From an optimization exercise on the open Yosys and OpenROAD flow, aimed at small area, a short achievable clock period and few clock cycles per item; shortcuts taken in it are not production practice.
The RTL was checked by simulation tests, not by an equivalence proof against the original design.
Power figures rest on the tool's default switching activity, not on a simulated workload.

## job 9532
## kvx_bal
module kvx_bal (
    input  wire         clk,
    input  wire         rst,
    input  wire         cfg_we,
    input  wire [1:0]   cfg_addr,
    input  wire [15:0]  cfg_data,
    input  wire         in_valid,
    output wire         in_ready,
    input  wire [31:0]  in_incl,
    input  wire [511:0] in_cur,
    output reg          out_valid,
    output reg          out_changed,
    output reg          out_bal_err,
    output wire [511:0] out_trims
);
For scale: ~5400 cells after synthesis, roughly 930 flip-flops, about 1100 I/O pins, roughly 53000 um^2 of cells after synthesis.
clock: 14.0 ns
lec_check: 0
abc_clock_period_in_ps: 4300
cap_margin: 20
core_margin: 2
core_utilization: 55
slew_margin: 20
standard.sh (not shown) runs the stock make flow with config.mk's settings and CLKGATE_MAP_FILE= SYNTH_SCRIPT=/design/flow/synth_recipe.tcl, a recipe that flattens the netlist after the stock synthesis.
==> flow/flow/run.sh <==
#!/bin/bash
# Layout: the standard flow (standard.sh, all steps), except that
#  - every input and output port is buffered with sky130_fd_sc_hd__buf_1
#    instead of the cell buffer_ports picks by itself;
set -euo pipefail
export BUFFER_PORTS_ARGS="-buffer_cell sky130_fd_sc_hd__buf_1"
export SETUP_SLACK_MARGIN=9.4
bash standard.sh > standard.log 2>&1
Testbench counts of job 9532, summed over its fixed seeds: cycles 82,016, items 1,280.
Relative to job 9532, the following input files were edited for job 2990:
--- a/flow/flow/run.sh
+++ b/flow/flow/run.sh
@@ -6,3 +6,3 @@
 export BUFFER_PORTS_ARGS="-buffer_cell sky130_fd_sc_hd__buf_1"
-export SETUP_SLACK_MARGIN=9.4
+export SETUP_SLACK_MARGIN=9.8
 bash standard.sh > standard.log 2>&1
Findings:
Job 2990 completed every stage of the flow, and the final layout passed the timing, design-rule and antenna checks.
The number of cells after detailed placement on job 2990 is in line with that on job 9532.
Delta (job 2990 minus job 9532): maximum achievable frequency dropped 4.5%, fraction of power consumed by combinational cells climbed 3.3 points.

Another version of the RTL of kvx_bal (not shown whole).
For scale: roughly 5300 cells after synthesis.
==> flow/config.mk <==
export PLATFORM = sky130hd
export DESIGN_NAME = kvx_bal
export DESIGN_NICKNAME = kvx_bal
export VERILOG_FILES = /design/flow/design.v
export SDC_FILE = /design/flow/constraint.sdc
export NUM_CORES = 4
export LEC_CHECK = 0
export ABC_CLOCK_PERIOD_IN_PS = 4300
export CAP_MARGIN = 20
export CORE_MARGIN = 2
export CORE_UTILIZATION = 55
export CTS_CLUSTER_DIAMETER = 100
export CTS_CLUSTER_SIZE = 24
export SLEW_MARGIN = 20
==> flow/constraint.sdc <==
create_clock -name core_clock -period 14.0 [get_ports {clk}]
set_input_delay 2.8000 -clock core_clock [delete_from_list [all_inputs] [get_ports {clk}]]
set_output_delay 2.8000 -clock core_clock [all_outputs]
set_load 0.01 [all_outputs]
==> flow/flow/run.sh <==
#!/bin/bash
# Layout: the standard flow (standard.sh, all steps), except that
#  - every input and output port is buffered with sky130_fd_sc_hd__buf_1
#    instead of the cell buffer_ports picks by itself;
set -euo pipefail
export BUFFER_PORTS_ARGS="-buffer_cell sky130_fd_sc_hd__buf_1"
export SETUP_SLACK_MARGIN=9.65
bash standard.sh > standard.log 2>&1
The first run went through all stages and came out clean.
Testbench counts at the start, summed over its fixed seeds: cycles 82,016, items 1,280.
==> next run, changes <==
--- a/flow/flow/run.sh
+++ b/flow/flow/run.sh
@@ -6,3 +6,3 @@
 export BUFFER_PORTS_ARGS="-buffer_cell sky130_fd_sc_hd__buf_1"
-export SETUP_SLACK_MARGIN=9.65
+export SETUP_SLACK_MARGIN=9.85
 bash standard.sh > standard.log 2>&1
Settings changed: CTS_CLUSTER_DIAMETER 100 to unset, CTS_CLUSTER_SIZE 24 to unset.
After rerunning: Global-route usage went up by 1.5 points. Sequential power went up by about 1%. Total power went up by 11%. Synthesized cell count is unchanged. Clock skew went up by 0.016 ns. Maximum frequency went down by about 2%. Via count went up by about 2.4%. Cell area went up by 5.4%. Die area does not change.
==> next run, changes <==
--- a/flow/flow/run.sh
+++ b/flow/flow/run.sh
@@ -6,3 +6,3 @@
 export BUFFER_PORTS_ARGS="-buffer_cell sky130_fd_sc_hd__buf_1"
-export SETUP_SLACK_MARGIN=9.85
+export SETUP_SLACK_MARGIN=9.65
 bash standard.sh > standard.log 2>&1
Settings changed: CTS_CLUSTER_DIAMETER set to 70, CTS_CLUSTER_SIZE set to 30.
Register-to-register slack is better by 0.08 ns.
Wire length came out lower by about 3%.
Total power came out lower by 7.9%.
Maximum frequency came out higher by about 1.8%.
Via count came out lower by about 2%.
==> next run, changes <==
Settings changed: CTS_BUF_LIST set to sky130_fd_sc_hd__clkbuf_8, CTS_CLUSTER_DIAMETER 70 to unset, CTS_CLUSTER_SIZE 30 to unset.
Outcome:
- The changed run passed the timing, design-rule and antenna checks
- combinational power is about the same
- critical path depth came out higher by 3
- worst setup slack loses 0.029 ns
- synthesized area is unchanged
- count of clock-buffer cells in the layout rises by 125
- register-to-register slack is worse by 0.03 ns
- power grows by 4.5%

Setup of old:
kvx_bal, a different RTL version from the one above (not shown whole).
Size in the first run: roughly 5400 cells after synthesis, ~910 flip-flops.
Settings: LEC_CHECK=0, ABC_CLOCK_PERIOD_IN_PS=4300, CAP_MARGIN=20, CORE_MARGIN=2, CORE_UTILIZATION=55, SLEW_MARGIN=20; clock period 14.0 ns.
==> flow/flow/run.sh <==
#!/bin/bash
# Layout: the standard flow (standard.sh, all steps), except that
#  - every input and output port is buffered with sky130_fd_sc_hd__buf_1
#    instead of the cell buffer_ports picks by itself;
set -euo pipefail
export BUFFER_PORTS_ARGS="-buffer_cell sky130_fd_sc_hd__buf_1"
export SETUP_SLACK_MARGIN=9.65
bash standard.sh > standard.log 2>&1
old finished end to end and its layout was clean on timing, DRC and antenna.
Testbench counts of old, summed over its fixed seeds: cycles 82,016, items 1,280.
## Diff of input files: new against old
diff --git a/flow/flow/run.sh b/flow/flow/run.sh
--- a/flow/flow/run.sh
+++ b/flow/flow/run.sh
@@ -5,4 +5,4 @@
 set -euo pipefail
 export BUFFER_PORTS_ARGS="-buffer_cell sky130_fd_sc_hd__buf_1"
-export SETUP_SLACK_MARGIN=9.65
+export SETUP_SLACK_MARGIN=9.4
 bash standard.sh > standard.log 2>&1
## What came out
Area added between synthesis and finish is higher on old. Routed wire in new totals less than in old. new against old: global-route wire length before repair fell 5800 um; least setup slack across all paths after layout fell 210 ps.

separate check: timing with driven ports:
No port has a modelled driver above. Below, the same layouts with a new extraction and two added sets of constraints.
Step 1 (the two cells are an assumption about what drives the block):
set clk [get_ports {clk}]
set_driving_cell -lib_cell sky130_fd_sc_hd__clkbuf_16 $clk
set_driving_cell -lib_cell sky130_fd_sc_hd__buf_2 [delete_from_list [all_inputs] $clk]
Step 2 times the ports against the registers' clock, not the clock port: input delays grow and output delays shrink by t, the midpoint of the rising clock arrivals with the driver on.
Three values: no drivers, after step 1, after step 2; two values: the first two.
run	t, ns	slack for setup (ns)	clock arrival spread, ns	worst register clock-pin slew, ns
job 9532	0.762	9.345 / 9.268 / 8.889	0.039 / 0.039	0.07 / 0.07
job 2990	0.770	9.127 / 9.127 / 9.127	0.065 / 0.065	0.07 / 0.07
the first run of note 2	0.731	9.580 / 9.564 / 9.069	0.040 / 0.040	0.10 / 0.10
the second run of note 2	0.768	9.490 / 9.490 / 9.265	0.059 / 0.059	0.07 / 0.07
the third run of note 2	0.750	9.567 / 9.561 / 9.109	0.050 / 0.051	0.11 / 0.11
the fourth run of note 2	0.931	9.538 / 9.538 / 9.045	0.054 / 0.054	0.07 / 0.07
old	0.772	9.615 / 9.567 / 9.082	0.064 / 0.064	0.07 / 0.07
new	0.772	9.401 / 9.325 / 9.065	0.038 / 0.038	0.07 / 0.07
After both steps every run listed still meets setup and hold. For old, which loses most, drivers alone change the setup slack by -0.048 ns; drivers and shift together by -0.533 ns.
